Background: an optimization exercise with open tools, aiming at small area, a short achievable clock period and few clock cycles per item. Do not read the settings as production practice. Function was not checked in any run shown here: the RTL went through the layout flow alone.

==> flow/design.v (outline; a module is shown in full before it is edited, if it fits) <==
// module rail_comp: 3530 lines
// module rc_fa: 4 lines
// module rc_ha: 4 lines
module rail_comp (
    input  wire               clk,
    input  wire               rst,         
    input  wire signed [15:0] b0,
    input  wire signed [15:0] b1,
    input  wire signed [15:0] b2,
    input  wire signed [15:0] b3,
    input  wire signed [15:0] a1,
    input  wire signed [15:0] a2,
    input  wire signed [15:0] a3,
    input  wire        [9:0]  cl,
    input  wire               in_valid,
    output wire               in_ready,
    input  wire signed [12:0] in_e,
    input  wire               in_clr,      
    output reg                out_valid,
    output reg         [9:0]  out_code,
    output reg                out_inlim
);
  // ...
==> flow/run.sh <==
#!/bin/bash
# synth_recipe.tcl (not shown) runs the flow's synth.tcl, then flattens the netlist and writes it again
# the make line also repeats each setting of config.mk as NAME=value (left out here)
make -C /OpenROAD-flow-scripts/flow DESIGN_CONFIG=/design/flow/config.mk WORK_HOME=/design/flow/orfs CLKGATE_MAP_FILE= SYNTH_SCRIPT=/design/flow/synth_recipe.tcl finish
==> flow/config.mk <==
export PLATFORM = sky130hd
export DESIGN_NAME = rail_comp
export DESIGN_NICKNAME = rail_comp
export VERILOG_FILES = /design/flow/design.v
export SDC_FILE = /design/flow/constraint.sdc
export NUM_CORES = 4
export LEC_CHECK = 0
export ABC_AREA = 1
export CAP_MARGIN = 20
export CORE_MARGIN = 2
export CORE_UTILIZATION = 40
export SLEW_MARGIN = 20
export SYNTH_HIERARCHICAL = 1
==> flow/constraint.sdc <==
create_clock -name core_clock -period 40.0 [get_ports {clk}]
set_input_delay 8.0000 -clock core_clock [delete_from_list [all_inputs] [get_ports {clk}]]
set_output_delay 8.0000 -clock core_clock [all_outputs]
set_load 0.01 [all_outputs]
==> impl_metrics.py, run 1 <==
metrics = {
    "floorplan": {
        "tap_cells": 1876,
    },
    "synth": {
        "synthSimpleGateAreaFrac_pct": 8.41,
        "netlist-cell-type-count": 51,
        "ys.flop_type": "dfxtp_1",
        "synthCells": 5858,
        "synthArstFlopShare_pct": 0,
        "yosysMostFrequentCell": "fa_1",
        "synth_compound_area_share_pct": 13.7,
    },
    "timing": {
        "whs_ps": 479,
        "max_slew_margin_pct": 23.2,
        "setup_ws_ps": 30500,
        "rsz0062_at_grt": "false",
    },
    "grt": {
        "grt_pass1_vias": 46800,
        "grtUsageTotal_pct": 30.7,
        "antenna_found_initial": 11,
    },
    "setup_path": {
        "worstPathRequired_ps": 32000,
        "r2r_end": "u1[17]$_SDFFE_PP0P_",
        "rrSetupSlack_ps": 30820,
        "r2r-start": "ra1[0]$_DFF_P_",
        "path_cells": "clkdlybuf4s50_1",
        "crit_type": "reg2out",
        "setup.worst_path.end": "out_code[7]",
    },
    "cells_and_area": {
        "reg_top3": "xs x42, xc x41",
        "multi_input_area_um2": 45100,
        "multi_input_cells": 4632,
        "fin_cells": 7708,
        "largest_register": "xs",
        "seq_cells": 348,
        "largest_reg_flops": 42,
        "multi_input_area_share_pct": 73.8,
        "seqCellArea_um2": 7600,
    },
    "drt": {
        "drt-pass1-iter-count": 7,
        "dr_wl_met2_mm": 98.5,
        "maxUsedRoutingLayer": "met5",
        "drt-met1-wl_mm": 83.3,
    },
    "placement": {
        "globalplace.congestion": 1.02,
    },
    "job": {
        "maxCapViolCount": 0,
    },
    "clock_tree": {
        "cts_buffers": 47,
        "cts_tree": "done",
        "cts_buffer_depth": 3,
    },
    "outcome": {
        "status": "no timing/DRC/antenna violations",
    },
    "hold_path": {
        "hp-class": "reg2reg",
    },
}
==> run 2: changes to the inputs <==
--- a/flow/config.mk
+++ b/flow/config.mk
@@ -8,6 +8,6 @@
 export ABC_AREA = 1
 export CAP_MARGIN = 20
 export CORE_MARGIN = 2
-export CORE_UTILIZATION = 40
+export CORE_UTILIZATION = 65
 export SLEW_MARGIN = 20
 export SYNTH_HIERARCHICAL = 1
==> impl_metrics.py, run 2 <==
metrics = {
    "outcome": {
        "status": "no timing/DRC/antenna violations",
    },
    "drt": {
        "drc_errors": 0,
        "wl_per_cell_um": 31.1,
        "vias": 48100,
        "vias_per_cell": 6.90,
        "drt-pass1-iter-count": 13,
        "ant_nets": 0,
        "finalWirelength_mm": 216,
        "wl_met3_mm": 30.2,
        "dr_wl_met2_mm": 91.6,
        "maxUsedRoutingLayer": "met5",
        "drt_iter0_drc": 7470,
        "drt-met1-wl_mm": 70.7,
    },
    "timing": {
        "whs_ps": 484,
        "rsz0062_at_grt": "false",
        "setup_viol_count_final": 0,
        "fin_crit_ps": 9500,
        "skew_ps": 21.0,
        "max_slew_margin_pct": 19.5,
        "finalCritPeriodShare_pct": 23.8,
        "setup_tns_ps": 0,
        "slew_viol_final": 0,
        "fmax_mhz": 105,
        "tightest_slew_ps": 1210,
        "hold_viol": 0,
    },
    "grt": {
        "grt_max_degree": 101,
        "grt_pass1_wl_mm": 318,
        "gr-total-overflow": 0,
        "antenna_found_initial": 4,
        "grtUsageTotal_pct": 48.9,
        "grt_pass1_vias": 48800,
    },
    "synth": {
        "syn_avg_cell_area_um2": 9.53,
        "synthSimpleGateAreaFrac_pct": 8.41,
        "synthArstFlopShare_pct": 0,
        "yosysMostFrequentCell": "fa_1",
        "synth_fp_nets": 7205,
        "ys_seq_elements": 348,
        "synthMuxAreaShare_pct": 0,
        "synth_top_area_share_pct": 37.5,
        "synth_compound_area_share_pct": 13.7,
        "synthCells": 5858,
        "synth.cell_area_um2": 55800,
        "netlist-cell-type-count": 51,
        "synth.area.top_cells": "fa_1, xor2_1, o22ai_1",
        "ys_warn_count": 7,
        "synth_edf_count": 63,
        "synth_xor_area_share_pct": 17.1,
        "ys_seq_area_share_pct": 13.6,
        "synth_top_area_cell": "fa_1",
        "synthAdderAreaFrac_pct": 41.1,
        "synth_common_cells": "fa_1, xor2_1, o22ai_1",
        "ys.flop_type": "dfxtp_1",
        "synth_top_family_by_area": "adder cells",
    },
    "setup_path": {
        "path_delay_family": "buffers and inverters",
        "critPathCaptureType": "output port",
        "cp-start-kind": "register",
        "crit_type": "reg2out",
        "arrival_ps": 1500,
        "critical_path.max_fanout": 1,
        "worstPathRequired_ps": 32000,
        "cpPeakStageDelay_ps": 550,
        "worstRegToRegCells": 38,
        "cp_num_buf_inv": 1,
        "rrSetupSlack_ps": 30960,
        "crit_path_top_delay_cell": "clkdlybuf4s50_1",
        "path_cells": "clkdlybuf4s50_1",
        "r2r-start": "ra1[1]$_DFF_P_",
        "r2r_end": "u1[17]$_SDFFE_PP0P_",
    },
    "floorplan": {
        "dieArea_um2": 88200,
        "die_w_um": 297,
        "ioPinCount": 152,
        "core_area_um2": 85100,
        "rows": 107,
        "start_util_pct": 65.5,
        "dieHeight_um": 297,
    },
    "placement": {
        "dp_cells": 6881,
        "globalplace.congestion": 1.06,
        "port_buffers": 150,
        "placed_area_um2": 58400,
        "post-dp-hpwl_mm": 166,
    },
    "clock_tree": {
        "cts_buffers": 42,
        "worstSkewPairLatency_ps": 640,
        "numClockSinks": 348,
        "cts-htree-levels": 2,
        "cts.repair.resized": 0,
        "cts_hold_buf": 0,
        "root_buffer": "clkbuf_16",
        "cts_tree": "done",
        "clkTransAtPathRegs_ps": 60,
        "cts_buffer_depth": 3,
        "post_cts_buffers": 0,
    },
    "hold_path": {
        "worstHoldStart": "u3[3]$_SDFF_PP0_",
        "hp-class": "reg2reg",
        "min_to": "u3[3]$_SDFF_PP0_",
        "hold_depth": 2,
    },
    "cells_and_area": {
        "fin_area_um2": 59900,
        "layout.nets": 7129,
        "layout_commonest_cell": "fa_1",
        "fin_cells": 6962,
        "layout_common_cells": "fa_1, xor2_1, o22ai_1",
        "largest_register": "xs",
        "drive_gt1_share_pct": 7.15,
        "reg_top3": "xs x42, xc x41",
        "largest_reg_flops": 42,
        "syn_to_final_growth_pct": 7.38,
    },
    "job": {
        "maxCapViolCount": 0,
    },
}
[run 2: cell counts after synthesis]
No cell type changed its count.
[run 2: how the worst max path moves through the flow]
stage / start / endpoint / cells past startpoint
5_1_grt: out_code[5]$_SDFFCE_PN0P_ / out_code[5] / 1
3_3_place_gp: in_clr / e2[12]$_SDFFCE_PP0P_ / 3
2_1_floorplan: in_clr / e2[10]$_SDFFCE_PP0P_ / 4
3_5_place_dp: in_clr / e2[2]$_SDFFCE_PP0P_ / 3
6_report: out_code[6]$_SDFFCE_PN0P_ / out_code[6] / 1
4_1_cts: out_code[6]$_SDFFCE_PN0P_ / out_code[6] / 1
[run 2: metal layers]
metal,track usage [%],vias to the layer above
li1,-,19400
met1,56.6,23100
met2,72.6,4216
met3,18.7,1351
met4,39.4,6
met5,0.812,-
[run 2: metrics by stage]
step                util, %  setup WS, ps
finish                 70.4         30500
floorplan                 -         31200
global placement       68.6         30410
CTS                    70.3         30480
global route           70.4         30470
detailed placement     68.6         30370
[run 2: Yosys stat by module, one instance, submodules excluded]
module | cell area, um2 | flip-flops and latches | copies in the design
rc_fa | 20.0 | 0 | 1044
rail_comp | 34300 | 348 | 1
rc_ha | 12.5 | 0 | 48
[run 2: layout make-up]
cell class | count | area [um2]
fill | 6728 | 25200
inverter | 456 | 1720
clock buffer | 54 | 1150
clock inverter | 24 | 297
antenna | 2 | 5.00
tap | 1144 | 1430
timing repair buffer | 302 | 2650
multi-input combinational | 4632 | 45100
sequential | 348 | 7600
[run 2: kinds of logic (layout without fill, tap and decap cells)]
logic type / after synthesis / count (layout)
buffers and inverters: 878 / 836
DFF: 348 / 348
adders and majority gates: 1208 / 1208
other: 2 / 4
xor gates and xnor gates: 1087 / 1087
AOI/OAI and AO/OA: 1254 / 1254
and+or+nand+nor: 1081 / 1081

-- port drivers added, routing unchanged --
No port has a modelled driver above. Below, the same layouts with a new extraction and two added sets of constraints.
Step 1 sets driving cells, clkbuf_16 on the clock port and buf_2 on the other inputs (assumed; they add their load-dependent delay and slew).
Step 2, shift: input delay + t, output delay - t, t = (earliest + latest rising clock arrival at the registers) / 2. This alone moves slack from input paths to output paths.
Slacks: ideal / step 1 / step 2; pairs: ideal / step 1.
run	t, ns	slack for setup (ns)	worst setup path after step 2
run 1	0.728	30.499 / 30.424 / 30.269	input to register
run 2	0.707	30.499 / 30.420 / 30.344	input to register
After both steps every run listed still meets setup and hold. The setup slack of run 1, which loses most, moves by -0.075 ns with the drivers and by -0.230 ns with both steps.
